Context: an optimization exercise on an open-source flow, tuned for small area, a short achievable clock period and few clock cycles per item. The choices shown serve that exercise and are no tape-out recipe. Function was checked by simulation only, so behaviour that the tests miss may differ from the original.

File: flow/design.v
module sha256_compress (
    input  wire         clk,
    input  wire         rst,         
    input  wire         in_valid,
    output wire         in_ready,
    input  wire [255:0] in_state,
    input  wire [511:0] in_block,
    output wire         out_valid,
    input  wire         out_ready,
    output wire [255:0] out_state
);
    reg         run;                 
    reg         outv;                
    reg  [6:0]  kidx;                
    reg  [31:0] a, b, c, d, e, f, g, p;
    reg  [31:0] win [0:15];          
    reg         rnd;                 
    reg         fin;                 
    reg         rot1, rot2, rot3;    
    reg         wport_sel;           
    reg         nok;                 
    wire        en   = run | ~outv | out_ready;
    assign in_ready  = rot3;
    assign out_valid = outv;
    assign out_state = {d, a, b, c, p, e, f, g};
    wire [31:0] H0 = in_state[255:224], H1 = in_state[223:192],
                H2 = in_state[191:160], H3 = in_state[159:128],
                H4 = in_state[127:96],  H5 = in_state[95:64],
                H6 = in_state[63:32],   H7 = in_state[31:0];
    reg  [6:0]  kidx_nxt;
    reg  [31:0] k, k_nxt;
    always @(*) begin
        case (kidx_nxt)
            7'd0: k_nxt = 32'h428a2f98;
            7'd1: k_nxt = 32'h71374491;
            7'd2: k_nxt = 32'hb5c0fbcf;
            7'd3: k_nxt = 32'he9b5dba5;
            7'd4: k_nxt = 32'h3956c25b;
            7'd5: k_nxt = 32'h59f111f1;
            7'd6: k_nxt = 32'h923f82a4;
            7'd7: k_nxt = 32'hab1c5ed5;
            7'd8: k_nxt = 32'hd807aa98;
            7'd9: k_nxt = 32'h12835b01;
            7'd10: k_nxt = 32'h243185be;
            7'd11: k_nxt = 32'h550c7dc3;
            7'd12: k_nxt = 32'h72be5d74;
            7'd13: k_nxt = 32'h80deb1fe;
            7'd14: k_nxt = 32'h9bdc06a7;
            7'd15: k_nxt = 32'hc19bf174;
            7'd16: k_nxt = 32'he49b69c1;
            7'd17: k_nxt = 32'hefbe4786;
            7'd18: k_nxt = 32'h0fc19dc6;
            7'd19: k_nxt = 32'h240ca1cc;
            7'd20: k_nxt = 32'h2de92c6f;
            7'd21: k_nxt = 32'h4a7484aa;
            7'd22: k_nxt = 32'h5cb0a9dc;
            7'd23: k_nxt = 32'h76f988da;
            7'd24: k_nxt = 32'h983e5152;
            7'd25: k_nxt = 32'ha831c66d;
            7'd26: k_nxt = 32'hb00327c8;
            7'd27: k_nxt = 32'hbf597fc7;
            7'd28: k_nxt = 32'hc6e00bf3;
            7'd29: k_nxt = 32'hd5a79147;
            7'd30: k_nxt = 32'h06ca6351;
            7'd31: k_nxt = 32'h14292967;
            7'd32: k_nxt = 32'h27b70a85;
            7'd33: k_nxt = 32'h2e1b2138;
            7'd34: k_nxt = 32'h4d2c6dfc;
            7'd35: k_nxt = 32'h53380d13;
            7'd36: k_nxt = 32'h650a7354;
            7'd37: k_nxt = 32'h766a0abb;
            7'd38: k_nxt = 32'h81c2c92e;
            7'd39: k_nxt = 32'h92722c85;
            7'd40: k_nxt = 32'ha2bfe8a1;
            7'd41: k_nxt = 32'ha81a664b;
            7'd42: k_nxt = 32'hc24b8b70;
            7'd43: k_nxt = 32'hc76c51a3;
            7'd44: k_nxt = 32'hd192e819;
            7'd45: k_nxt = 32'hd6990624;
            7'd46: k_nxt = 32'hf40e3585;
            7'd47: k_nxt = 32'h106aa070;
            7'd48: k_nxt = 32'h19a4c116;
            7'd49: k_nxt = 32'h1e376c08;
            7'd50: k_nxt = 32'h2748774c;
            7'd51: k_nxt = 32'h34b0bcb5;
            7'd52: k_nxt = 32'h391c0cb3;
            7'd53: k_nxt = 32'h4ed8aa4a;
            7'd54: k_nxt = 32'h5b9cca4f;
            7'd55: k_nxt = 32'h682e6ff3;
            7'd56: k_nxt = 32'h748f82ee;
            7'd57: k_nxt = 32'h78a5636f;
            7'd58: k_nxt = 32'h84c87814;
            7'd59: k_nxt = 32'h8cc70208;
            7'd60: k_nxt = 32'h90befffa;
            7'd61: k_nxt = 32'ha4506ceb;
            7'd62: k_nxt = 32'hbef9a3f7;
            7'd63: k_nxt = 32'hc67178f2;
            default: k_nxt = 32'h00000000;
        endcase
    end
    always @(posedge clk)
        k <= k_nxt;
    reg [31:0] wport;
    always @(*) begin
        case (kidx[3:0])
            4'd0:  wport = in_block[479:448];
            4'd1:  wport = in_block[447:416];
            4'd2:  wport = in_block[415:384];
            4'd3:  wport = in_block[383:352];
            4'd4:  wport = in_block[351:320];
            4'd5:  wport = in_block[319:288];
            4'd6:  wport = in_block[287:256];
            4'd7:  wport = in_block[255:224];
            4'd8:  wport = in_block[223:192];
            4'd9:  wport = in_block[191:160];
            4'd10: wport = in_block[159:128];
            4'd11: wport = in_block[127:96];
            4'd12: wport = in_block[95:64];
            4'd13: wport = in_block[63:32];
            default: wport = in_block[31:0];
        endcase
    end
    wire [31:0] w1 = win[1], w6 = win[6], w14 = win[14], w15 = win[15];
    wire [31:0] ssig1 = {w1[16:0], w1[31:17]} ^ {w1[18:0], w1[31:19]} ^ {10'b0, w1[31:10]};
    wire [31:0] ssig0 = {w14[6:0], w14[31:7]} ^ {w14[17:0], w14[31:18]} ^ {3'b000, w14[31:3]};
    wire [31:0] wsch  = ssig1 + w6 + ssig0 + w15;
    wire [31:0] wnext = wport_sel ? wport : wsch;
    integer i;
    always @(posedge clk) begin
        win[0] <= wnext;
        win[1] <= run ? win[0] : in_block[511:480];
        for (i = 2; i < 16; i = i + 1)
            win[i] <= win[i-1];
    end
    wire [31:0] bsig1 = {e[5:0], e[31:6]} ^ {e[10:0], e[31:11]} ^ {e[24:0], e[31:25]};
    wire [31:0] bsig0 = {a[1:0], a[31:2]} ^ {a[12:0], a[31:13]} ^ {a[21:0], a[31:22]};
    wire [31:0] ch    = (e & f) ^ (~e & g);
    wire [31:0] maj   = (a & b) ^ (a & c) ^ (b & c);
    wire [31:0] xa1 = bsig0 ^ maj ^ p;
    wire [31:0] ya1 = {(bsig0[30:0] & maj[30:0]) | (bsig0[30:0] & p[30:0]) | (maj[30:0] & p[30:0]), 1'b0};
    wire [31:0] xa2 = xa1 ^ ya1 ^ bsig1;
    wire [31:0] ya2 = {(xa1[30:0] & ya1[30:0]) | (xa1[30:0] & bsig1[30:0]) | (ya1[30:0] & bsig1[30:0]), 1'b0};
    wire [31:0] xa3 = xa2 ^ ya2 ^ ch;
    wire [31:0] ya3 = {(xa2[30:0] & ya2[30:0]) | (xa2[30:0] & ch[30:0]) | (ya2[30:0] & ch[30:0]), 1'b0};
    wire [31:0] a_rnd = xa3 + ya3;
    wire [31:0] xe1 = bsig1 ^ ch ^ p;
    wire [31:0] ye1 = {(bsig1[30:0] & ch[30:0]) | (bsig1[30:0] & p[30:0]) | (ch[30:0] & p[30:0]), 1'b0};
    wire [31:0] xe2 = xe1 ^ ye1 ^ d;
    wire [31:0] ye2 = {(xe1[30:0] & ye1[30:0]) | (xe1[30:0] & d[30:0]) | (ye1[30:0] & d[30:0]), 1'b0};
    wire [31:0] e_rnd = xe2 + ye2;
    wire [31:0] pg = run ? g : H7;
    wire [31:0] ph = fin ? H7 : rot1 ? H6 : rot2 ? H5 : H4;
    wire [31:0] pw = run ? (nok ? ph : win[0]) : in_block[511:480];
    wire [31:0] p_nxt = pg + k + pw;
    wire [31:0] dc = run ? c : 32'd0;
    wire [31:0] dh = (fin | ~run) ? H3 : rot1 ? H2 : rot2 ? H1 : rot3 ? H0 : 32'd0;
    wire [31:0] d_nxt = dc + dh;
    always @(posedge clk) begin
        if (en) begin
            a <= rnd ? a_rnd : (run ? d : H0);
            e <= rnd ? e_rnd : (run ? p : H4);
            b <= run ? a : H1;
            c <= run ? b : H2;
            d <= d_nxt;
            f <= run ? e : H5;
            g <= run ? f : H6;
            p <= p_nxt;
        end
    end
    wire start = in_valid & ~run & (~outv | out_ready);
    always @(*) begin
        if (rst)
            kidx_nxt = 7'd0;
        else if (run)
            kidx_nxt = rot3 ? 7'd0 : kidx + 7'd1;
        else
            kidx_nxt = start ? 7'd1 : 7'd0;
    end
    always @(posedge clk) begin
        kidx <= kidx_nxt;
        if (rst) begin
            run  <= 1'b0;
            outv <= 1'b0;
            rnd  <= 1'b0;
            fin  <= 1'b0;
            rot1 <= 1'b0;
            rot2 <= 1'b0;
            rot3 <= 1'b0;
            wport_sel <= 1'b1;
            nok  <= 1'b0;
        end else begin
            fin  <= rnd & (kidx == 7'd63);
            rot1 <= fin;
            rot2 <= rot1;
            rot3 <= rot2;
            if (run) begin
                wport_sel <= rot3 | (kidx < 7'd14);
                nok  <= ~rot3 & (kidx >= 7'd63);
                if (fin)
                    rnd <= 1'b0;
                if (rot3) begin
                    run  <= 1'b0;
                    outv <= 1'b1;
                end
            end else begin
                if (out_ready)
                    outv <= 1'b0;
                if (start) begin
                    run  <= 1'b1;
                    rnd  <= 1'b1;
                end
            end
        end
    end
endmodule
File: flow/flow/run.sh
#!/bin/bash
# Layout flow: the standard flow (standard synthesis unchanged), with
# the port buffers made as sky130_fd_sc_hd__buf_1 instead of the default
# delay buffer. Every ORFS step still writes its own log under orfs/logs/;
# make's own output goes to flow_make.log here.
set -euo pipefail
export BUFFER_PORTS_ARGS="-buffer_cell sky130_fd_sc_hd__buf_1"
bash standard.sh > flow_make.log 2>&1 || { tail -50 flow_make.log; exit 1; }
tail -5 flow_make.log
File: flow/standard.sh
#!/bin/bash
# synth_recipe.tcl (not shown) runs the flow's synth.tcl, then flattens the netlist and writes it again
# the make line also repeats each setting of config.mk as NAME=value (left out here)
make -C /OpenROAD-flow-scripts/flow DESIGN_CONFIG=/design/flow/config.mk WORK_HOME=/design/flow/orfs CLKGATE_MAP_FILE= SYNTH_SCRIPT=/design/flow/synth_recipe.tcl "${@:-finish}"
File: flow/config.mk
export PLATFORM = sky130hd
export DESIGN_NAME = sha256_compress
export DESIGN_NICKNAME = sha256_compress
export VERILOG_FILES = /design/flow/design.v
export SDC_FILE = /design/flow/constraint.sdc
export NUM_CORES = 4
export LEC_CHECK = 0
export ABC_AREA = 1
export CAP_MARGIN = 20
export CORE_MARGIN = 2
export CORE_UTILIZATION = 40
export PLACE_DENSITY = 0.6
export SLEW_MARGIN = 20
File: flow/constraint.sdc
create_clock -name core_clock -period 8.0 [get_ports {clk}]
set_input_delay 1.6000 -clock core_clock [delete_from_list [all_inputs] [get_ports {clk}]]
set_output_delay 1.6000 -clock core_clock [all_outputs]
set_load 0.01 [all_outputs]
==> results of run 1 <==
[per-stage QoR]
step	worst slack, ns	instances	util
6_report	2.38	9285	0.468
5_1_grt	2.29	9264	0.467
3_3_place_gp	2.65	9096	0.444
2_1_floorplan	1.39	6654	-
4_1_cts	2.64	9250	0.467
3_5_place_dp	2.61	9096	0.444
[layout make-up]
class | count | area (µm²) | area share
multi-input combinational | 4680 | 28100 | 0.471
antenna | 35 | 87.6 | 0.00147
sequential | 816 | 18900 | 0.317
tap | 1662 | 2080 | 0.0349
clock inverter | 49 | 604 | 0.0101
timing repair buffer | 1084 | 4330 | 0.0725
clock buffer | 105 | 2330 | 0.0391
inverter | 854 | 3220 | 0.0539
[path summary, 6_finish.rpt]
kind / from / end / slack [ns] / depth (start not counted)
setup / recovery: rot2 / p[30] / 2.38 / 15
hold reg to reg: win[9][1] / win[10][1] / 0.31 / 0
hold / removal: win[9][1] / win[10][1] / 0.31 / 0
setup reg to reg: rot2 / p[30] / 2.38 / 15
[metal layers]
layer | up-vias | track usage | wire, µm
li1 | 23300 | - | -
met1 | 26500 | 0.634 | 127000
met2 | 4231 | 0.631 | 123000
met3 | 743 | 0.170 | 43800
met4 | 38 | 0.216 | 18000
met5 | - | 0 | 239
[kinds of logic after synthesis]
logic type	share of synthesized area
XOR/XNOR	0.0530
multiplexers	0.000195
adder cells (fa/ha/maj)	0.146
buffers and inverters	0.0879
AND/OR/NAND/NOR	0.230
flip-flops	0.367
AO/OA/AOI/OAI	0.116
[cell usage after synthesis (3+ instances only)]
cell type	instances	share of area
o21a_1	28	0.0041
dfxtp_1	560	0.22
inv_2	9	0.00066
a31oi_1	11	0.0013
nand3b_1	18	0.0026
a21o_1	13	0.0019
nor4_1	7	0.00085
o2bb2ai_1	6	0.0010
nor2_1	376	0.027
nor2_2	7	0.00085
xnor2_1	136	0.023
buf_4	11	0.0016
a21oi_1	420	0.041
o21ai_0	449	0.044
nand2_2	10	0.0012
o21ai_1	29	0.0028
nand3_1	585	0.057
inv_1	841	0.061
o2111ai_1	32	0.0054
or2_2	12	0.0015
clkbuf_1	192	0.014
nor3_1	47	0.0046
edfxtp_1	256	0.15
buf_1	37	0.0027
a41oi_1	10	0.0017
fa_1	249	0.097
o221ai_1	18	0.0031
o211ai_1	32	0.0047
nand4_1	77	0.0094
nand2_1	1683	0.12
ha_1	176	0.043
a21boi_0	6	0.00088
buf_6	8	0.0018
buf_2	56	0.0054
clkinv_1	3	0.00022
xor2_1	175	0.030
maj3_1	30	0.0058
o22ai_1	3	0.00036
o21bai_1	17	0.0025
[critical path, cell delays in order, from the launching register on]
cell and delay [ns]:
dfxtp_4 0.87, clkinv_1 0.85, buf_4 0.47, nand2_1 0.16, nand3_1 0.20, o211ai_1 0.17, a41oi_1 0.26, fa_1 0.56
ha_1 0.40, nand2_1 0.12, nor2_1 0.28, nand2_1 0.11, o21ai_0 0.47, nand2_1 0.16, nand3_1 0.12, nand2_1 0.06
==> flow_summary.yaml, run 1 <==
timing:
  hold_viol_final: 0
  maxSlewHeadroom: 0.293
  finalSetupTns_ns: 0
  period_minus_slack_ns: 5.62
  tightest_slew_ns: 1.06
  period_share: 0.703
  fmax_mhz: 178
  drv_slew: 0
  setup_viol: 0
  holdWs_ns: 0.313
  fin_worst_skew_ns: 0.0612
  rsz0062_at_grt: "no"
place:
  place_area_um2: 56600
  numPortBuffers: 1029
  place.detailed.hpwl_um: 258000
  globalplace.congestion: 1.09
synth:
  syn_nets: 7851
  synth_seq_cells: 816
  yosysUniqueCellTypes: 53
  synth_top_flop_cell: "dfxtp_1"
  synth-async-reset-ratio: 0
  postSynthAreaPerCell_um2: 7.73
  synth.cell_area_um2: 51400
  ys_seq_area_frac: 0.367
  synth-edff-count: 256
  syn_inst: 6654
  yosysWarnings: 2
cts:
  post_cts_buffers: 0
  clock_sinks: 816
  cts_buffer_depth: 3
  clockRootBuffer: "clkbuf_16"
  insertion_delay_ns: 0.76
  cts.repair.resized: 0
  numCtsBuffers: 84
  htree_num_levels: 3
  clk_pin_slew_worst_paths_ns: 0.07
  cts_tree: "built"
  cts_hold_buf: 0
finish:
  fillers: 13100
  area_delta_synth_final_pct: 16.0
  final_cell_mix: "1683 x nand2_1, 1029 x buf_1, 836 x inv_1"
  regMostFlops: "win"
  fin_nets: 8717
  layout_commonest_cell: "nand2_1"
  layout-drive-gt1-share: 0.0347
  fin_area_um2: 59700
  largest_reg_flops: 512
global_routing:
  grt_overflow: 0
  grt_pass1_wl_um: 416000
  grt.total_usage: 0.460
  grt_max_degree: 99
  antenna_found_initial: 56
  grt_pass1_vias: 51100
drt:
  wl_per_cell_um: 33.6
  wirelength_um: 312000
  drtPass1Iterations: 7
  via_per_inst: 5.90
  detail-route-antenna-nets: 0
  via_count: 54800
  drtIter0Drc: 8665
  route.detailed.drc: 0
setup_path:
  required_ns: 8.48
  arrival_ns: 6.11
  critPathKind: "reg2reg"
  cp-start-kind: "flip-flop"
  worstSetupEndpointType: "flip-flop"
  cp_max_fo: 44
die:
  die_width_um: 363
  initial_utilization: 0.403
  dieArea_um2: 131000
  ios: 1030
  die_h_um: 363
  fp-row-count: 131
  core_um2: 128000
job:
  max_cap_violations: 0
hold_path:
  min_path_type: "reg2reg"
run_status:
  status: "complete, no violations"
Testbench counts, summed over its fixed seeds: cycles 34,824, blocks 512.
==> run 2: changes to the inputs <==
--- a/flow/config.mk
+++ b/flow/config.mk
@@ -10,4 +10,5 @@
 export CORE_MARGIN = 2
 export CORE_UTILIZATION = 40
 export PLACE_DENSITY = 0.6
+export SETUP_SLACK_MARGIN = 3.5
 export SLEW_MARGIN = 20
==> run 2 against run 1 <==
Effect of this change: sequential share of layout area decreased by 1.1 points; clock-buffer cell count increased by 2; wire length increased by 0.51%; sequential cell count unchanged; hold slack got worse by 0.0038 ns; highest routed layer unchanged; clock skew increased by 0.00091 ns; setup slack improved by 0.99 ns.
==> flow_summary.yaml, run 2 <==
cts:
  clk_pin_slew_worst_paths_ns: 0.06
  insertion_delay_ns: 0.73
  cts_hold_buf: 0
  clockRootBuffer: "clkbuf_16"
  numCtsBuffers: 83
  cts_tree: "built"
  clock_sinks: 816
  htree_num_levels: 3
  cts_buffer_depth: 3
synth:
  yosysMostFrequentCell: "nand2_1"
  yosysWarnings: 2
  ys_seq_area_frac: 0.367
  synth-async-reset-ratio: 0
  synth.cell_area_um2: 51400
  postSynthAreaPerCell_um2: 7.73
  yosysTopAreaCellShare: 0.218
  yosysUniqueCellTypes: 53
  synth_seq_cells: 816
  syn_nets: 7851
  synth-edff-count: 256
  syn_inst: 6654
  yosysTopAreaCell: "dfxtp_1"
  synth.area.top_cells: "dfxtp_1 22%, edfxtp_1 15%, nand2_1 12%"
  synth_common_cells: "1683 x nand2_1, 841 x inv_1, 585 x nand3_1, 560 x dfxtp_1, 449 x o21ai_0"
  synth_top_flop_cell: "dfxtp_1"
run_status:
  status: "complete, no violations"
timing:
  drv_slew: 0
  fmax_mhz: 216
  tightest_slew_ns: 1.25
  fin_worst_skew_ns: 0.0621
  hold_viol_final: 0
  setup_viol: 0
  holdWs_ns: 0.310
  rsz0062_at_grt: "yes"
  finalSetupTns_ns: 0
  maxSlewHeadroom: 0.158
  period_share: 0.579
  period_minus_slack_ns: 4.63
  fin_ws_ns: 3.37
die:
  fp-row-count: 131
  die_h_um: 363
  dieArea_um2: 131000
  ios: 1030
  initial_utilization: 0.403
  core_um2: 128000
  die_width_um: 363
place:
  place_area_um2: 56600
  numPortBuffers: 1029
  dp.cells: 9088
  globalplace.congestion: 1.10
  place.detailed.hpwl_um: 255000
  place_ws_ns: 2.61
drt:
  detail-route-antenna-nets: 0
  via_count: 55500
  route.detailed.drc: 0
  via_per_inst: 5.91
  drtIter0Drc: 7976
  wirelength_um: 314000
  drtPass1Iterations: 6
  wl_per_cell_um: 33.4
finish:
  utilization: 0.485
  fin_area_um2: 61900
  finalNonFillerCells: 9395
  fin_nets: 8844
  final_cell_mix: "1641 x nand2_1, 1026 x buf_1, 826 x inv_1"
  area_delta_synth_final_pct: 20.3
  layout_commonest_cell: "nand2_1"
  largest_reg_flops: 512
  regMostFlops: "win"
  layout-drive-gt1-share: 0.0778
global_routing:
  antenna_found_initial: 40
  grt_max_degree: 133
  grt_pass1_vias: 51200
  grt.total_usage: 0.457
  grt_overflow: 0
  grt_pass1_wl_um: 413000
setup_path:
  cpMostUsedCell: "inv_2"
  cp_slowest_cell: "fa_1"
  max_stage_delay_ns: 0.62
  arrival_ns: 5.06
  cp_max_fo: 3
  crit_chain: "xnor2_1, xor2_1, inv_1, fa_1, inv_2, fa_1, inv_2, fa_1, ha_4, inv_2, fa_2, inv_2, nand2_2, nand3_4, buf_6, nand4_1, nand2_1, nand2_1, nand2_1, o21ai_1"
  worstSetupEndpointType: "flip-flop"
  critPathKind: "reg2reg"
  cp-start-kind: "flip-flop"
  required_ns: 8.42
job:
  max_cap_violations: 0
hold_path:
  min_path_type: "reg2reg"
-- run 2: cell counts after synthesis --
No cell type changed its count.
-- run 2: metal layers --
metal / global-route usage / routed length [µm]
met1: 0.621 / 125000
met2: 0.631 / 124000
met3: 0.176 / 45600
met4: 0.215 / 18400
met5: 0 / 112
-- run 2: critical path, delay by kind of cell, from the launching register on --
kind	cells	cell delay (ns)
AO/OA/AOI/OAI	1	0.07
XOR/XNOR	2	0.52
adder cells (fa/ha/maj)	5	2.32
buffers and inverters	6	0.44
flip-flops	1	0.47
AND/OR/NAND/NOR	6	0.49
-- run 2: cell type report --
class / instances / area (µm²)
diodes: 16 / 40.0
clock buffers: 107 / 2320
clock inverters: 48 / 488
fillers: 13000 / 65700
inverters: 854 / 3230
multi-input cells: 4680 / 29300
flip-flops and latches: 816 / 18900
well taps: 1662 / 2080
repair buffers: 1212 / 5500
-- run 2: logic make-up after synthesis --
group           Yosys count  share of synthesized area
flops                   816                      0.367
mux                       1                   0.000195
buf+inv                1158                     0.0879
fa+ha+maj               455                      0.146
simple gates           2832                      0.230
xor+xnor                311                     0.0530
compound gates         1081                      0.116
-- run 2: path summary, 6_finish.rpt --
path	end	cells after the start	slack, ns	from
min	win[10][0]	0	0.31	win[9][0]
max reg2reg	a[23]	20	3.37	a[3]
min reg2reg	win[10][0]	0	0.31	win[9][0]
max	a[23]	20	3.37	a[3]
-- run 2: timing repair --
action	4_1_cts	5_1_grt
setup endpoints to repair	94	74
setup buffers	67	68
gates cloned	0	1
gates resized for setup	126	193
pin swaps	18	44
==> run 3: changes to the inputs <==
==> flow/run.sh (new file) <==
#!/bin/bash
# synth_recipe.tcl (not shown) runs the flow's synth.tcl, then flattens the netlist and writes it again
# the make line also repeats each setting of config.mk as NAME=value (left out here)
make -C /OpenROAD-flow-scripts/flow DESIGN_CONFIG=/design/flow/config.mk WORK_HOME=/design/flow/orfs CLKGATE_MAP_FILE= SYNTH_SCRIPT=/design/flow/synth_recipe.tcl finish
removed: flow/flow/run.sh
removed: flow/standard.sh
==> run 3 against run 2 <==
Effect of this change: core utilization is 5.1 points higher; synthesized cell count stayed put; clock skew is 0.022 ns higher; fmax is 1.9% higher; setup slack better by 0.085 ns; wire length hardly changed; non-clock buffer count is 13 lower; critical endpoint is now a[30].
==> flow_summary.yaml, run 3 <==
run_status:
  status: "complete, no violations"
place:
  dp.cells: 9097
  globalplace.congestion: 1.08
  place.detailed.hpwl_um: 255000
  place_ws_ns: 2.09
  numPortBuffers: 1029
timing:
  hold_viol_final: 0
  rsz0062_at_grt: "yes"
  tightest_slew_ns: 1.23
  maxSlewHeadroom: 0.173
  setup_viol: 0
  period_share: 0.569
  drv_slew: 0
  fin_ws_ns: 3.45
  fmax_mhz: 220
  fin_worst_skew_ns: 0.0841
  finalSetupTns_ns: 0
  period_minus_slack_ns: 4.55
die:
  ios: 1030
  core_um2: 128000
  die_width_um: 363
  fp-row-count: 131
  initial_utilization: 0.403
  dieArea_um2: 131000
  die_h_um: 363
setup_path:
  path_depth: 21
  cp_max_fo: 6
  rr_worst_depth: 21
  critPathKind: "reg2reg"
  cpMostUsedCell: "nand2_1"
  max_stage_delay_ns: 0.54
  required_ns: 8.47
  arrival_ns: 5.02
  cp-start-kind: "flip-flop"
  critPathBufInv: 5
  worstSetupEndpointType: "flip-flop"
  startpoint: "a[16]"
  r2r_start: "a[16]"
  critical-path-top-delay-family: "adder cells"
  crit_chain: "buf_6, xnor2_4, xor2_2, inv_1, fa_1, inv_1, fa_1, inv_1, fa_1, ha_4, nand3_1, nand2_2, inv_1, o21ai_4, nand2_1, nand2_2, nand2_1, nand2_1, nand2_1, nand3_1, nand2_1"
  cp_slowest_cell: "fa_1"
synth:
  yosysMostFrequentCell: "nand2_1"
  yosysUniqueCellTypes: 53
  synth_top_flop_cell: "dfxtp_1"
  yosys.area_share.simple: 0.230
  synth-edff-count: 256
  synth_common_cells: "1683 x nand2_1, 841 x inv_1, 585 x nand3_1, 560 x dfxtp_1, 449 x o21ai_0"
  yosysTopAreaCell: "dfxtp_1"
  yosysWarnings: 2
  syn_inst: 6654
  muxShareOfSynthArea: 0.000195
  synthXorXnorAreaFrac: 0.0530
  synth.cell_area_um2: 51400
  syn_nets: 7851
  postSynthAreaPerCell_um2: 7.73
  synthAdderAreaFrac: 0.146
  synth.area.top_cells: "dfxtp_1 22%, edfxtp_1 15%, nand2_1 12%"
  synth-compound-area-share: 0.116
  ys_seq_area_frac: 0.367
  synth_top_family_by_area: "simple AND/OR/NAND/NOR gates"
  yosysTopAreaCellShare: 0.218
  synth-async-reset-ratio: 0
  synth_seq_cells: 816
cts:
  htree_num_levels: 3
  cts_tree: "built"
  insertion_delay_ns: 0.77
  clockRootBuffer: "clkbuf_16"
  clk_pin_slew_worst_paths_ns: 0.06
  numCtsBuffers: 84
  cts_buffer_depth: 3
  clock_sinks: 816
finish:
  area_delta_synth_final_pct: 32.9
  fin_nets: 8832
  seqCellArea_um2: 18900
  finalNonFillerCells: 9390
  final_cell_mix: "1650 x nand2_1, 1026 x clkdlybuf4s50_1, 833 x inv_1"
  utilization: 0.536
  fillers: 12000
  layout-drive-gt1-share: 0.0783
  regMostFlops: "win"
  layout_commonest_cell: "nand2_1"
  largest_reg_flops: 512
  multi_input_area_um2: 29500
global_routing:
  grt.total_usage: 0.458
  grt_overflow: 0
  grt_pass1_wl_um: 416000
  grt_pass1_vias: 51600
  antenna_found_initial: 44
  grt_max_degree: 167
hold_path:
  min_path_type: "reg2reg"
  whs_path_depth: 0
  holdCritStartpoint: "win[8][18]"
drt:
  drtPass1Iterations: 8
  via_per_inst: 5.93
  detail-route-antenna-nets: 0
  via_count: 55600
  drtIter0Drc: 8421
  wirelength_um: 313000
  route.detailed.drc: 0
  wl_per_cell_um: 33.4
job:
  max_cap_violations: 0
==> run 3: cell types whose count changed in the layout (fill, tap and decap cells not counted), sizes merged, moves of 4 or more <==
cell	before	now
buf	1207	170
clkdlybuf4s50	0	1026
diode	16	25
bufinv	2	6
clkbuf	112	108
clkinv	35	31
clkinvlp	6	2
==> run 3: timing repair <==
action / CTS / global route
gates cloned: 0 / 0
buffers inserted: 60 / 54
hold buffers: 0 / 0
pin swaps: 8 / 48
gates resized for setup: 86 / 246
endpoints found under the setup margin: 83 / 79
==> run 3: routing by layer <==
layer / track usage / vias up / share of wire
met1: 0.626 / 26800 / 0.40
met4: 0.215 / 26 / 0.060
met3: 0.181 / 775 / 0.15
met5: 0 / - / 0.00062
met2: 0.624 / 4458 / 0.39
li1: - / 23500 / -
==> run 3: kinds of logic after synthesis <==
logic type                 Yosys count
AOI/OAI and AO/OA                 1081
xor gates and xnor gates           311
adders and majority gates          455
buffers and inverters             1158
DFF                                816
muxes                                1
and+or+nand+nor                   2832
==> run 3: final cells by class <==
class	instances	area share
sequential	816	0.277
tap	1662	0.0304
inverter	854	0.0472
clock inverter	46	0.00870
antenna	25	0.000916
clock buffer	108	0.0331
multi-input combinational	4680	0.431
timing repair buffer	1199	0.171
==> run 3: final timing paths <==
check / endpoint / slack [ns]
setup / recovery: a[30] / 3.45
hold / removal: win[9][18] / 0.31
setup reg to reg: a[30] / 3.45
hold reg to reg: win[9][18] / 0.31
==> run 3: stage by stage <==
| step | hold WS, ns | cell area [µm²] |
|---|---|---|
| 6_report | 0.310 | 68300 |
| 5_1_grt | 0.327 | 68300 |
| 4_1_cts | 0.315 | 66700 |
| 3_5_place_dp | 0.312 | 63100 |
| 3_3_place_gp | 0.310 | 63100 |
| 2_1_floorplan | 0.310 | 51400 |
==> run 4: changes to the inputs <==
--- a/flow/design.v
+++ b/flow/design.v
@@ -132,22 +132,26 @@
         for (i = 2; i < 16; i = i + 1)
             win[i] <= win[i-1];
     end
-    wire [31:0] bsig1 = {e[5:0], e[31:6]} ^ {e[10:0], e[31:11]} ^ {e[24:0], e[31:25]};
+    reg  [31:0] s1r, chr;
     wire [31:0] bsig0 = {a[1:0], a[31:2]} ^ {a[12:0], a[31:13]} ^ {a[21:0], a[31:22]};
-    wire [31:0] ch    = (e & f) ^ (~e & g);
     wire [31:0] maj   = (a & b) ^ (a & c) ^ (b & c);
-    wire [31:0] xa1 = bsig0 ^ maj ^ p;
-    wire [31:0] ya1 = {(bsig0[30:0] & maj[30:0]) | (bsig0[30:0] & p[30:0]) | (maj[30:0] & p[30:0]), 1'b0};
-    wire [31:0] xa2 = xa1 ^ ya1 ^ bsig1;
-    wire [31:0] ya2 = {(xa1[30:0] & ya1[30:0]) | (xa1[30:0] & bsig1[30:0]) | (ya1[30:0] & bsig1[30:0]), 1'b0};
-    wire [31:0] xa3 = xa2 ^ ya2 ^ ch;
-    wire [31:0] ya3 = {(xa2[30:0] & ya2[30:0]) | (xa2[30:0] & ch[30:0]) | (ya2[30:0] & ch[30:0]), 1'b0};
+    wire [31:0] xt = s1r ^ chr ^ p;
+    wire [31:0] yt = {(s1r[30:0] & chr[30:0]) | (s1r[30:0] & p[30:0]) | (chr[30:0] & p[30:0]), 1'b0};
+    wire [31:0] xe = xt ^ yt ^ d;
+    wire [31:0] ye = {(xt[30:0] & yt[30:0]) | (xt[30:0] & d[30:0]) | (yt[30:0] & d[30:0]), 1'b0};
+    wire [31:0] e_rnd = xe + ye;
+    wire [31:0] xa2 = xt ^ yt ^ bsig0;
+    wire [31:0] ya2 = {(xt[30:0] & yt[30:0]) | (xt[30:0] & bsig0[30:0]) | (yt[30:0] & bsig0[30:0]), 1'b0};
+    wire [31:0] xa3 = xa2 ^ ya2 ^ maj;
+    wire [31:0] ya3 = {(xa2[30:0] & ya2[30:0]) | (xa2[30:0] & maj[30:0]) | (ya2[30:0] & maj[30:0]), 1'b0};
     wire [31:0] a_rnd = xa3 + ya3;
-    wire [31:0] xe1 = bsig1 ^ ch ^ p;
-    wire [31:0] ye1 = {(bsig1[30:0] & ch[30:0]) | (bsig1[30:0] & p[30:0]) | (ch[30:0] & p[30:0]), 1'b0};
-    wire [31:0] xe2 = xe1 ^ ye1 ^ d;
-    wire [31:0] ye2 = {(xe1[30:0] & ye1[30:0]) | (xe1[30:0] & d[30:0]) | (ye1[30:0] & d[30:0]), 1'b0};
-    wire [31:0] e_rnd = xe2 + ye2;
+    wire [31:0] e_nxt = rnd ? e_rnd : (run ? p : H4);
+    wire [31:0] f_nxt = run ? e : H5;
+    wire [31:0] g_nxt = run ? f : H6;
+    always @(posedge clk) begin
+        s1r <= {e_nxt[5:0], e_nxt[31:6]} ^ {e_nxt[10:0], e_nxt[31:11]} ^ {e_nxt[24:0], e_nxt[31:25]};
+        chr <= (e_nxt & f_nxt) ^ (~e_nxt & g_nxt);
+    end
     wire [31:0] pg = run ? g : H7;
     wire [31:0] ph = fin ? H7 : rot1 ? H6 : rot2 ? H5 : H4;
     wire [31:0] pw = run ? (nok ? ph : win[0]) : in_block[511:480];
@@ -158,12 +162,12 @@
     always @(posedge clk) begin
         if (en) begin
             a <= rnd ? a_rnd : (run ? d : H0);
-            e <= rnd ? e_rnd : (run ? p : H4);
+            e <= e_nxt;
             b <= run ? a : H1;
             c <= run ? b : H2;
             d <= d_nxt;
-            f <= run ? e : H5;
-            g <= run ? f : H6;
+            f <= f_nxt;
+            g <= g_nxt;
             p <= p_nxt;
         end
     end
==> flow/flow/run.sh (new file) <==
#!/bin/bash
# Layout flow: the standard flow (standard synthesis unchanged), with
# the port buffers made as sky130_fd_sc_hd__buf_1 instead of the default
# delay buffer. Every ORFS step still writes its own log under orfs/logs/;
# make's own output goes to flow_make.log here.
set -euo pipefail
export BUFFER_PORTS_ARGS="-buffer_cell sky130_fd_sc_hd__buf_1"
bash standard.sh > flow_make.log 2>&1 || { tail -50 flow_make.log; exit 1; }
tail -5 flow_make.log
==> flow/standard.sh (new file) <==
#!/bin/bash
# synth_recipe.tcl (not shown) runs the flow's synth.tcl, then flattens the netlist and writes it again
# the make line also repeats each setting of config.mk as NAME=value (left out here)
make -C /OpenROAD-flow-scripts/flow DESIGN_CONFIG=/design/flow/config.mk WORK_HOME=/design/flow/orfs CLKGATE_MAP_FILE= SYNTH_SCRIPT=/design/flow/synth_recipe.tcl "${@:-finish}"
removed: flow/run.sh
==> run 4 against run 3 <==
Effect of this change: final cell count shrank 2.3%; critical path depth shrank 7; synthesized area shrank 0.99%; global-route usage shrank 2.2 points.
==> flow_summary.yaml, run 4 <==
timing:
  fin_ws_ns: 3.52
  period_minus_slack_ns: 4.48
  fin_worst_skew_ns: 0.0561
  tightest_slew_ns: 1.14
  rsz0062_at_grt: "yes"
  hold_viol_final: 0
  maxSlewHeadroom: 0.230
  period_share: 0.560
  setup_viol: 0
  fmax_mhz: 223
  drv_slew: 0
  finalSetupTns_ns: 0
synth:
  muxShareOfSynthArea: 0.000197
  synth_top_family_by_area: "simple AND/OR/NAND/NOR gates"
  syn_inst: 6441
  ys_seq_area_frac: 0.396
  synth-compound-area-share: 0.127
  syn_nets: 7581
  synthAdderAreaFrac: 0.125
  yosysTopAreaCellShare: 0.245
  synth_top_flop_cell: "dfxtp_1"
  synth_seq_cells: 880
  synth.area.top_cells: "dfxtp_1 25%, edfxtp_1 15%, nand2_1 13%"
  postSynthAreaPerCell_um2: 7.91
  synth-edff-count: 256
  synth-async-reset-ratio: 0
  yosysMostFrequentCell: "nand2_1"
  synth.cell_area_um2: 50900
  yosysTopAreaCell: "dfxtp_1"
  yosysWarnings: 2
  yosysUniqueCellTypes: 65
  yosys.area_share.simple: 0.220
  synthXorXnorAreaFrac: 0.0538
  synth_common_cells: "1751 x nand2_1, 740 x inv_1, 624 x dfxtp_1, 426 x o21ai_0, 397 x nand3_1"
place:
  numPortBuffers: 1029
  dp.cells: 8921
  globalplace.congestion: 1.09
  place_area_um2: 56300
  place_ws_ns: 2.40
  place.detailed.hpwl_um: 242000
cts:
  insertion_delay_ns: 0.74
  htree_num_levels: 3
  cts_hold_buf: 0
  clockRootBuffer: "clkbuf_16"
  clock_sinks: 880
  clk_pin_slew_worst_paths_ns: 0.07
  cts_buffer_depth: 3
  cts_tree: "built"
  numCtsBuffers: 92
global_routing:
  grt_overflow: 0
  grt_max_degree: 134
  grt_pass1_wl_um: 393000
  antenna_found_initial: 72
  grt.total_usage: 0.436
  grt_pass1_vias: 48800
die:
  die_width_um: 361
  fp-row-count: 130
  core_um2: 126000
  die_h_um: 361
  initial_utilization: 0.404
  ios: 1030
  dieArea_um2: 130000
setup_path:
  cp_max_fo: 5
  worstSetupEndpointType: "flip-flop"
  max_stage_delay_ns: 0.61
  critPathKind: "in2reg"
  cp-start-kind: "primary input"
  cp_slowest_cell: "o211ai_1"
  crit_chain: "buf_1, o211ai_1, a32o_1, o21ai_0, fa_1, ha_1, a21oi_1, o21ai_0, a21oi_2, o21ai_1, nand2_1, nand2_1, a21oi_1, xnor2_1"
  critPathBufInv: 1
  critical-path-top-delay-family: "compound AO/OA/AOI/OAI gates"
  required_ns: 8.49
  arrival_ns: 4.97
finish:
  regMostFlops: "win"
  fin_area_um2: 60500
  final_cell_mix: "1741 x nand2_1, 1027 x buf_1, 730 x inv_1"
  layout-drive-gt1-share: 0.0551
  largest_reg_flops: 512
  finalNonFillerCells: 9175
  fin_nets: 8552
  layout_commonest_cell: "nand2_1"
  area_delta_synth_final_pct: 18.8
drt:
  drtIter0Drc: 7963
  via_count: 53000
  wl_per_cell_um: 32.1
  route.detailed.drc: 0
  detail-route-antenna-nets: 0
  via_per_inst: 5.78
  wirelength_um: 294000
  drtPass1Iterations: 7
job:
  max_cap_violations: 0
hold_path:
  min_path_type: "reg2reg"
run_status:
  status: "complete, no violations"
run 4: layout make-up:
type / count / area (µm²)
Antenna cell: 34 / 85.1
Clock buffer: 117 / 2580
Clock inverter: 56 / 796
Fill cell: 12900 / 65400
Inverter: 755 / 2860
Multi-Input combinational cell: 4543 / 27100
Sequential cell: 880 / 20200
Tap cell: 1650 / 2060
Timing Repair Buffer: 1140 / 4800
run 4: cell families (layout without fill, tap and decap cells):
| logic type | count (synthesis) | in the layout |
|---|---|---|
| AOI/OAI and AO/OA | 1129 | 1129 |
| xor gates and xnor gates | 313 | 313 |
| adders and majority gates | 399 | 399 |
| buffers and inverters | 1018 | 2068 |
| DFF | 880 | 880 |
| muxes | 1 | 1 |
| other | 0 | 34 |
| and+or+nand+nor | 2701 | 2701 |
run 4: per-layer routing:
layer | vias to the layer above | GRT usage | routed length, µm
li1 | 23100 | - | -
met1 | 25600 | 0.567 | 116000
met2 | 3559 | 0.639 | 123000
met3 | 742 | 0.139 | 35000
met4 | 30 | 0.243 | 19600
met5 | - | 0 | 197
run 4: path summary, 6_finish.rpt:
check,from,end,slack [ns],cells after the start
worst min-delay path,win[2][23],win[3][23],0.30,0
worst max-delay path,in_state[39],p[20],3.52,14
worst max register to register,p[22],s1r[12],3.53,15
worst min register to register,win[2][23],win[3][23],0.30,0
run 4: timing repair:
action,in CTS,in global routing
setup endpoints to repair,55,84
gates resized for setup,32,70
buffers inserted,12,35
pin swaps,2,5
run 4: stage by stage:
stage                util  hold slack, ns
global placement    0.447           0.310
floorplan               -           0.310
detailed placement  0.447           0.312
finish              0.480           0.296
CTS                 0.476           0.299
global route        0.480           0.296
Testbench counts of run 4, summed over its fixed seeds: cycles 34,824, blocks 512.
==> run 5: changes to the inputs <==
--- a/flow/design.v
+++ b/flow/design.v
@@ -153,11 +153,12 @@
         chr <= (e_nxt & f_nxt) ^ (~e_nxt & g_nxt);
     end
     wire [31:0] pg = run ? g : H7;
-    wire [31:0] ph = fin ? H7 : rot1 ? H6 : rot2 ? H5 : H4;
-    wire [31:0] pw = run ? (nok ? ph : win[0]) : in_block[511:480];
+    wire        sw = run & ~nok;
+    wire [31:0] pw = ({32{sw}} & win[0]) | ({32{~run}} & in_block[511:480])
+                   | ({32{fin}} & H7) | ({32{rot1}} & H6) | ({32{rot2}} & H5) | ({32{rot3}} & H4);
     wire [31:0] p_nxt = pg + k + pw;
     wire [31:0] dc = run ? c : 32'd0;
-    wire [31:0] dh = (fin | ~run) ? H3 : rot1 ? H2 : rot2 ? H1 : rot3 ? H0 : 32'd0;
+    wire [31:0] dh = ({32{fin | ~run}} & H3) | ({32{rot1}} & H2) | ({32{rot2}} & H1) | ({32{rot3}} & H0);
     wire [31:0] d_nxt = dc + dh;
     always @(posedge clk) begin
         if (en) begin
--- a/flow/config.mk
+++ b/flow/config.mk
@@ -10,5 +10,5 @@
 export CORE_MARGIN = 2
 export CORE_UTILIZATION = 40
 export PLACE_DENSITY = 0.6
-export SETUP_SLACK_MARGIN = 3.5
+export SETUP_SLACK_MARGIN = 4.0
 export SLEW_MARGIN = 20
==> run 5 against run 4 <==
Effect of this change: critical endpoint is now a[19]; setup slack better by 0.36 ns; still clean on timing, DRC and antenna; non-clock buffer count increased by 100; sequential cell count unchanged.
==> flow_summary.yaml, run 5 <==
run_status:
  status: "complete, no violations"
cts:
  clk_pin_slew_worst_paths_ns: 0.08
  cts_hold_buf: 0
  cts_tree: "built"
  clock_sinks: 880
  numCtsBuffers: 90
  insertion_delay_ns: 0.76
  cts_buffer_depth: 3
  clockRootBuffer: "clkbuf_16"
  htree_num_levels: 3
global_routing:
  grt.total_usage: 0.436
  grt_overflow: 0
  grt_pass1_vias: 47700
  antenna_found_initial: 49
  grt_max_degree: 146
  grt_pass1_wl_um: 384000
setup_path:
  critPathBufInv: 2
  crit_chain: "xnor2_2, xor2_1, inv_1, fa_1, fa_1, ha_4, nand2_4, nor2_4, inv_4, nor3_4, nand4_1, nand3_2, a21oi_1, o21ai_1, o21ai_1"
  arrival_ns: 4.57
  rr_worst_depth: 15
  r2r-end: "a[19]"
  critPathKind: "reg2reg"
  reg2reg_setup_slack_ns: 3.88
  cp_max_fo: 4
  critical-path-top-delay-family: "adder cells"
  worstSetupEndpointType: "flip-flop"
  cp-start-kind: "flip-flop"
  max_stage_delay_ns: 0.57
  cp_slowest_cell: "edfxtp_1"
  r2r_start: "a[6]"
  required_ns: 8.44
drt:
  route.detailed.drc: 0
  drtIter0Drc: 7872
  detail-route-antenna-nets: 0
  wl_per_cell_um: 32.0
  drtPass1Iterations: 9
  wirelength_um: 295000
  via_count: 53500
  via_per_inst: 5.81
die:
  fp-row-count: 130
  die_h_um: 359
  dieArea_um2: 129000
  ios: 1030
  initial_utilization: 0.401
  core_um2: 125000
  die_width_um: 359
place:
  numPortBuffers: 1029
  place.detailed.hpwl_um: 237000
  globalplace.congestion: 1.20
  place_ws_ns: 2.65
finish:
  largest_reg_flops: 512
  final_cell_mix: "1863 x nand2_1, 1026 x buf_1, 693 x inv_1"
  area_delta_synth_final_pct: 25.0
  fin_nets: 8601
  seqCellArea_um2: 20300
  fillers: 12500
  regMostFlops: "win"
  layout_commonest_cell: "nand2_1"
  layout-drive-gt1-share: 0.121
  multi_input_area_um2: 28700
timing:
  drv_slew: 0
  setup_viol: 0
  period_share: 0.516
  hold_viol_final: 0
  fin_worst_skew_ns: 0.0809
  tightest_slew_ns: 1.29
  fmax_mhz: 242
  finalSetupTns_ns: 0
  fin_ws_ns: 3.88
  period_minus_slack_ns: 4.12
  maxSlewHeadroom: 0.132
  rsz0062_at_grt: "yes"
synth:
  yosysMostFrequentCell: "nand2_1"
  synth_common_cells: "1979 x nand2_1, 736 x inv_1, 624 x dfxtp_1, 345 x a21oi_1, 328 x nand3_1"
  yosysUniqueCellTypes: 63
  synth_top_flop_cell: "dfxtp_1"
  yosysTopAreaCell: "dfxtp_1"
  synth_seq_cells: 880
  yosysTopAreaCellShare: 0.248
  synth.cell_area_um2: 50300
  yosysWarnings: 2
  synth-async-reset-ratio: 0
  syn_inst: 6361
  synth-edff-count: 256
  synth.area.top_cells: "dfxtp_1 25%, edfxtp_1 15%, nand2_1 15%"
  postSynthAreaPerCell_um2: 7.90
  ys_seq_area_frac: 0.401
  syn_nets: 7501
hold_path:
  whs_path_depth: 0
  min_to: "win[12][14]"
  min_path_type: "reg2reg"
  holdCritStartpoint: "win[11][14]"
job:
  max_cap_violations: 0
==> run 5: routing by layer <==
metal,GRT usage,share of wire,vias to the layer above
li1,-,-,22900
met1,0.614,0.41,25900
met4,0.131,0.037,28
met2,0.579,0.39,4008
met3,0.214,0.16,612
met5,0,0.00061,-
==> run 5: cells by family after synthesis <==
group | after synthesis | synth area share
xor+xnor | 311 | 0.0542
buf+inv | 985 | 0.0762
compound gates | 946 | 0.110
simple gates | 2839 | 0.232
fa+ha+maj | 398 | 0.126
mux | 2 | 0.000398
flops | 880 | 0.401
==> run 5: through the flow <==
stage          cells  cell area [µm²]  hold WS, ns  utilization
4_1_cts         9108            60600        0.309        0.484
5_1_grt         9197            62800        0.306        0.501
2_1_floorplan   6361            50300        0.310            -
3_5_place_dp    8862            55800        0.312        0.445
6_report        9209            62800        0.305        0.502
3_3_place_gp    8862            55800        0.310        0.445
==> run 5: worst register-to-register path: stages (launching register included) <==
cell and delay, ns:
edfxtp_1 0.57, xnor2_2 0.23, xor2_1 0.22, inv_1 0.09, fa_1 0.48, fa_1 0.51, ha_4 0.33, nand2_4 0.07
nor2_4 0.14, inv_4 0.07, nor3_4 0.34, nand4_1 0.34, nand3_2 0.17, a21oi_1 0.07, o21ai_1 0.11, o21ai_1 0.07
==> run 5: how the worst max path moves through the flow <==
stage,startpoint,endpoint,slack [ns],cells after the start
after floorplan,out_ready,a[0],3.47,2
after detailed placement,run,p[31],2.65,16
final,a[6],a[19],3.88,15
after CTS,a[5],a[19],3.87,15
after global placement,run,p[18],2.58,15
after global routing,a[6],a[19],3.76,15
==> run 5: repair_timing <==
| item | in CTS | in global routing |
|---|---|---|
| pin swaps | 42 | 132 |
| buffers inserted | 75 | 79 |
| cloned | 1 | 2 |
| setup endpoints to repair | 159 | 154 |
| gates resized for setup | 237 | 412 |
==> run 5: area by class of cell <==
class / count / area share
Tap cell: 1650 / 0.0329
Multi-Input combinational cell: 4497 / 0.456
Timing Repair Buffer: 1240 / 0.0896
Antenna cell: 20 / 0.000797
Sequential cell: 880 / 0.322
Inverter: 750 / 0.0460
Clock inverter: 55 / 0.0115
Timing Repair inverter: 2 / 0.000319
Clock buffer: 115 / 0.0401
Testbench counts of run 5, summed over its fixed seeds: cycles 34,824, blocks 512.
==> run 6: changes to the inputs <==
==> flow/flow/run.sh (replaced) <==
#!/bin/bash
# Layout flow: the standard flow (standard synthesis unchanged), with
#  - the port buffers made as sky130_fd_sc_hd__buf_1 instead of the default
#    delay buffer,
#  - the clock tree built from sky130_fd_sc_hd__clkbuf_8 without dummy loads.
# Every ORFS step still writes its own log under orfs/logs/; make's own
# output goes to flow_make.log here.
set -euo pipefail
export BUFFER_PORTS_ARGS="-buffer_cell sky130_fd_sc_hd__buf_1"
export CTS_ARGS="-sink_clustering_enable -repair_clock_nets -buf_list sky130_fd_sc_hd__clkbuf_8 -dont_use_dummy_load"
bash standard.sh > flow_make.log 2>&1 || { tail -50 flow_make.log; exit 1; }
tail -5 flow_make.log
==> run 6 against run 5 <==
Effect of this change: die area is the same; final cell count is 0.35% lower; wire length is 0.58% lower; core utilization fell by 1.0 points; still clean; non-clock buffer count shrank 4; highest routed layer unchanged.
==> flow_summary.yaml, run 6 <==
hold_path:
  holdCritStartpoint: "win[9][27]"
  min_path_type: "reg2reg"
  whs_path_depth: 0
synth:
  ys_seq_area_frac: 0.401
  synth.cell_area_um2: 50300
  synth-async-reset-ratio: 0
  synth_common_cells: "1979 x nand2_1, 736 x inv_1, 624 x dfxtp_1, 345 x a21oi_1, 328 x nand3_1"
  yosysTopAreaCell: "dfxtp_1"
  yosysMostFrequentCell: "nand2_1"
  yosysTopAreaCellShare: 0.248
  yosysUniqueCellTypes: 63
  synth-edff-count: 256
  yosysWarnings: 2
  postSynthAreaPerCell_um2: 7.90
  synth_top_flop_cell: "dfxtp_1"
  syn_nets: 7501
  synth_seq_cells: 880
  syn_inst: 6361
  synth.area.top_cells: "dfxtp_1 25%, edfxtp_1 15%, nand2_1 15%"
setup_path:
  rr_worst_depth: 16
  r2r_start: "a[6]"
  worstSetupEndpointType: "flip-flop"
  required_ns: 8.56
  startpoint: "a[6]"
  cp-start-kind: "flip-flop"
  arrival_ns: 4.65
  reg2reg_setup_slack_ns: 3.91
  critPathKind: "reg2reg"
  cp_max_fo: 5
timing:
  finalSetupTns_ns: 0
  setup_viol: 0
  fmax_mhz: 244
  maxSlewHeadroom: 0.150
  tightest_slew_ns: 1.26
  period_share: 0.512
  fin_worst_skew_ns: 0.115
  hold_viol_final: 0
  period_minus_slack_ns: 4.09
  rsz0062_at_grt: "yes"
  drv_slew: 0
drt:
  wl_per_cell_um: 31.9
  via_count: 53400
  drtIter0Drc: 7627
  route.detailed.drc: 0
  via_per_inst: 5.82
  detail-route-antenna-nets: 0
  drtPass1Iterations: 8
  wirelength_um: 293000
cts:
  clk_pin_slew_worst_paths_ns: 0.06
  cts_buffer_depth: 3
  insertion_delay_ns: 0.91
  htree_num_levels: 4
  clockRootBuffer: "clkbuf_8"
  numCtsBuffers: 143
  cts_hold_buf: 0
  clock_sinks: 880
  cts_tree: "built"
finish:
  layout-drive-gt1-share: 0.118
  area_delta_synth_final_pct: 22.4
  fin_nets: 8649
  regMostFlops: "win"
  final_cell_mix: "1872 x nand2_1, 1029 x buf_1, 695 x inv_1"
  largest_reg_flops: 512
  finalNonFillerCells: 9177
  layout_commonest_cell: "nand2_1"
global_routing:
  grt_pass1_wl_um: 384000
  antenna_found_initial: 46
  grt_max_degree: 146
  grt.total_usage: 0.437
  grt_pass1_vias: 47900
  grt_overflow: 0
die:
  die_width_um: 359
  die_h_um: 359
  fp-row-count: 130
  dieArea_um2: 129000
  ios: 1030
  core_um2: 125000
  initial_utilization: 0.401
run_status:
  status: "complete, no violations"
place:
  numPortBuffers: 1029
  globalplace.congestion: 1.20
  dp.cells: 8862
  place.detailed.hpwl_um: 237000
job:
  max_cap_violations: 0
[run 6: timing repair]
item | 4_1_cts | 5_1_grt
cloned | 2 | 0
setup buffers | 76 | 74
setup endpoints to repair | 155 | 143
resized for setup | 219 | 410
pin swaps | 35 | 106
[run 6: path summary, 6_finish.rpt]
kind,endpoint
setup reg to reg,a[19]
setup / recovery,a[19]
hold / removal,win[10][27]
hold reg to reg,win[10][27]
[run 6: through the flow]
stage / hold WS, ns / setup WS [ns] / utilization / cell area [µm²]
finish: 0.269 / 3.91 / 0.491 / 61500
global route: 0.261 / 3.81 / 0.491 / 61500
CTS: 0.268 / 3.79 / 0.473 / 59200
detailed placement: 0.312 / 2.65 / 0.445 / 55800
global placement: 0.310 / 2.58 / 0.445 / 55800
floorplan: 0.310 / 3.47 / - / 50300
[run 6: cell type report]
type	instances	area (µm²)
fillers	12700	63700
multi-input cells	4497	28700
flip-flops and latches	880	20300
repair buffers	1236	5630
inverters	750	2890
well taps	1650	2060
clock buffers	143	1970
diodes	20	50.0
repair inverters	1	8.76
[run 6: cells by family (layout without fill, tap and decap cells)]
family / after synthesis / after routing / share of synthesized area
adder cells (fa/ha/maj): 398 / 398 / 0.126
multiplexers: 2 / 2 / 0.000398
buffers and inverters: 985 / 2130 / 0.0762
XOR/XNOR: 311 / 311 / 0.0542
other: 0 / 20 / 0
AO/OA/AOI/OAI: 946 / 946 / 0.110
AND/OR/NAND/NOR: 2839 / 2840 / 0.232
flip-flops: 880 / 880 / 0.401
[run 6: worst max-delay path, cell delays in order, from the launching register on]
cell and delay [ns]:
edfxtp_1 0.52, buf_6 0.18, xnor2_2 0.15, xor2_1 0.23, inv_1 0.09, fa_1 0.48
fa_1 0.51, ha_4 0.32, nand2_2 0.09, nor2_4 0.10, inv_2 0.06, nor3_4 0.25
nand4_1 0.36, nand3_2 0.20, a21oi_1 0.08, o21ai_1 0.11, o21ai_1 0.07
[run 6: layer usage]
metal / global-route usage / share of wire / vias up / routed length, µm
met3: 0.198 / 0.16 / 582 / 46100
met5: 0 / 0.00040 / - / 118
met2: 0.582 / 0.39 / 4090 / 113000
met4: 0.137 / 0.037 / 20 / 10900
li1: - / - / 22900 / -
met1: 0.622 / 0.42 / 25800 / 123000
==> run 7: changes to the inputs <==
--- a/flow/config.mk
+++ b/flow/config.mk
@@ -12,3 +12,4 @@
 export PLACE_DENSITY = 0.6
 export SETUP_SLACK_MARGIN = 4.0
 export SLEW_MARGIN = 20
+export TNS_END_PERCENT = 10
==> run 7 against run 6 <==
Effect of this change: sequential cell count stayed put; clock-buffer cell count is 1 higher; die area stayed put; register-to-register slack worse by 0.11 ns; synthesized area stayed put; hold slack worse by 0.0017 ns; largest cell class unchanged; critical path type unchanged.
==> flow_summary.yaml, run 7 <==
timing:
  fmax_mhz: 238
  period_minus_slack_ns: 4.20
  fin_ws_ns: 3.80
  hold_viol_final: 0
  setup_viol: 0
  finalSetupTns_ns: 0
  rsz0062_at_grt: "yes"
  period_share: 0.525
  fin_worst_skew_ns: 0.0991
  maxSlewHeadroom: 0.237
  drv_slew: 0
  tightest_slew_ns: 1.14
cts:
  cts_hold_buf: 0
  numCtsBuffers: 144
  clockRootBuffer: "clkbuf_8"
  htree_num_levels: 4
  clk_pin_slew_worst_paths_ns: 0.06
  insertion_delay_ns: 0.87
  cts_tree: "built"
  cts_buffer_depth: 3
  clock_sinks: 880
hold_path:
  min_to: "win[5][18]"
  holdCritStartpoint: "win[4][18]"
  min_path_type: "reg2reg"
  whs_path_depth: 0
setup_path:
  reg2reg_setup_slack_ns: 3.80
  arrival_ns: 4.81
  worstSetupEndpointType: "flip-flop"
  crit_chain: "buf_4, clkinv_4, o22ai_1, a21oi_1, o2111ai_1, fa_1, ha_1, a21oi_1, nor2_1, nor2_1, nand4_1, buf_4, xor2_1"
  cp_max_fo: 21
  critical-path-top-delay-family: "buffers and inverters"
  cp-start-kind: "flip-flop"
  critPathBufInv: 3
  path_depth: 13
  cp_slowest_cell: "fa_1"
  required_ns: 8.61
  max_stage_delay_ns: 0.56
  critPathKind: "reg2reg"
  r2r_start: "rot1"
  rr_worst_depth: 13
  r2r-end: "p[24]"
drt:
  drtPass1Iterations: 9
  via_per_inst: 5.83
  route.detailed.drc: 0
  drtIter0Drc: 8086
  detail-route-antenna-nets: 0
  wl_per_cell_um: 32.1
  via_count: 53500
  wirelength_um: 294000
finish:
  fin_nets: 8635
  area_delta_synth_final_pct: 20.8
  layout-drive-gt1-share: 0.102
  layout_commonest_cell: "nand2_1"
  regMostFlops: "win"
  largest_reg_flops: 512
  final_cell_mix: "1891 x nand2_1, 1028 x buf_1, 709 x inv_1"
  utilization: 0.485
synth:
  synth-async-reset-ratio: 0
  synth_seq_cells: 880
  synth_top_flop_cell: "dfxtp_1"
  yosysMostFrequentCell: "nand2_1"
  ys_seq_area_frac: 0.401
  synth-edff-count: 256
  synth-compound-area-share: 0.110
  muxShareOfSynthArea: 0.000398
  synth_common_cells: "1979 x nand2_1, 736 x inv_1, 624 x dfxtp_1, 345 x a21oi_1, 328 x nand3_1"
  yosysTopAreaCellShare: 0.248
  yosysWarnings: 2
  yosys.area_share.simple: 0.232
  synthAdderAreaFrac: 0.126
  synth_top_family_by_area: "simple AND/OR/NAND/NOR gates"
  synthXorXnorAreaFrac: 0.0542
  syn_inst: 6361
  yosysUniqueCellTypes: 63
  syn_nets: 7501
  yosysTopAreaCell: "dfxtp_1"
  synth.cell_area_um2: 50300
  postSynthAreaPerCell_um2: 7.90
  synth.area.top_cells: "dfxtp_1 25%, edfxtp_1 15%, nand2_1 15%"
place:
  place.detailed.hpwl_um: 241000
  numPortBuffers: 1029
  globalplace.congestion: 1.08
  place_ws_ns: 2.56
die:
  core_um2: 125000
  die_width_um: 359
  fp-row-count: 130
  ios: 1030
  die_h_um: 359
  initial_utilization: 0.401
  dieArea_um2: 129000
global_routing:
  antenna_found_initial: 57
  grt_pass1_vias: 47800
  grt.total_usage: 0.439
  grt_pass1_wl_um: 386000
  grt_max_degree: 123
  grt_overflow: 0
job:
  max_cap_violations: 0
run_status:
  status: "complete, no violations"
==> run 7: repair_timing <==
| action | in CTS | in global routing |
|---|---|---|
| buffers inserted | 57 | 72 |
| cloned | 1 | 0 |
| endpoints found under the setup margin | 169 | 171 |
| pin swaps | 15 | 82 |
| gates resized for setup | 181 | 322 |
==> run 7: worst register-to-register path, cell delays in order (launching register included) <==
cell	delay [ns]
dfxtp_2	0.31
buf_4	0.43
clkinv_4	0.39
o22ai_1	0.25
a21oi_1	0.07
o2111ai_1	0.29
fa_1	0.57
ha_1	0.37
a21oi_1	0.21
nor2_1	0.07
nor2_1	0.28
nand4_1	0.36
buf_4	0.26
xor2_1	0.14
==> run 7: final cells by class <==
cell class              instances  area [µm²]
flip-flops and latches        880       20300
multi-input cells            4496       28000
inverters                     750        2870
repair buffers               1222        5460
diodes                         22        55.1
fillers                     12700       64500
clock buffers                 144        1980
repair inverters                1        8.76
well taps                    1650        2060
==> run 7: metrics by stage <==
stage	area, µm²	cells	hold WS (ns)
after floorplan	50300	6361	0.310
after global placement	55800	8869	0.310
after detailed placement	55800	8869	0.312
after CTS	58800	9071	0.267
after global routing	60700	9149	0.271
final	60700	9165	0.267
==> run 7: worst max path at each step <==
stage | slack (ns) | end | from
floorplan | 3.47 | a[0] | out_ready
global placement | 2.44 | p[30] | in_block[507]
detailed placement | 2.56 | p[30] | in_block[507]
CTS | 3.86 | a[26] | a[2]
global route | 3.77 | a[26] | a[6]
finish | 3.80 | p[24] | rot1
==> run 7: cell families (layout without fill, tap and decap cells) <==
| logic type | after synthesis | after routing |
|---|---|---|
| compound gates | 946 | 946 |
| xor+xnor | 311 | 311 |
| fa+ha+maj | 398 | 398 |
| buf+inv | 985 | 2117 |
| flops | 880 | 880 |
| mux | 2 | 2 |
| other cells | 0 | 22 |
| simple gates | 2839 | 2839 |
==> run 7: metal layers <==
metal | wire [µm] | global-route usage | vias up
li1 | - | - | 22900
met3 | 47200 | 0.205 | 563
met2 | 110000 | 0.561 | 4063
met1 | 125000 | 0.639 | 25900
met5 | 623 | 0 | -
met4 | 11100 | 0.138 | 34

## re-timing with driven ports
How much do the figures lean on ideal ports? The routed layouts below were timed once more, with nothing changed but the port constraints.
Step 1 sets driving cells, clkbuf_16 on the clock port and buf_2 on the other inputs (assumed; they add their load-dependent delay and slew).
Step 2 times the ports against the registers' clock, not the clock port: input delays grow and output delays shrink by t, the midpoint of the rising clock arrivals with the driver on.
Slacks: ideal / step 1 / step 2; pairs: ideal / step 1.
| run | shift t [ns] | setup WS [ns] | pins driven straight from the clock port |
|---|---|---|---|
| run 1 | 0.808 | 2.380 / 2.380 / 2.380 | 1 |
| run 2 | 0.790 | 3.367 / 3.367 / 2.713 | 1 |
| run 3 | 0.810 | 3.452 / 3.405 / 2.595 | 1 |
| run 4 | 0.792 | 3.518 / 3.532 / 2.777 | 1 |
| run 5 | 0.800 | 3.875 / 3.875 / 3.220 | 1 |
| run 6 | 0.926 | 3.908 / 3.908 / 3.068 | 1 |
| run 7 | 0.905 | 3.800 / 3.800 / 2.949 | 1 |
After both steps every run listed still meets setup and hold. The setup slack of run 3, which loses most, moves by -0.047 ns with the drivers and by -0.857 ns with both steps.
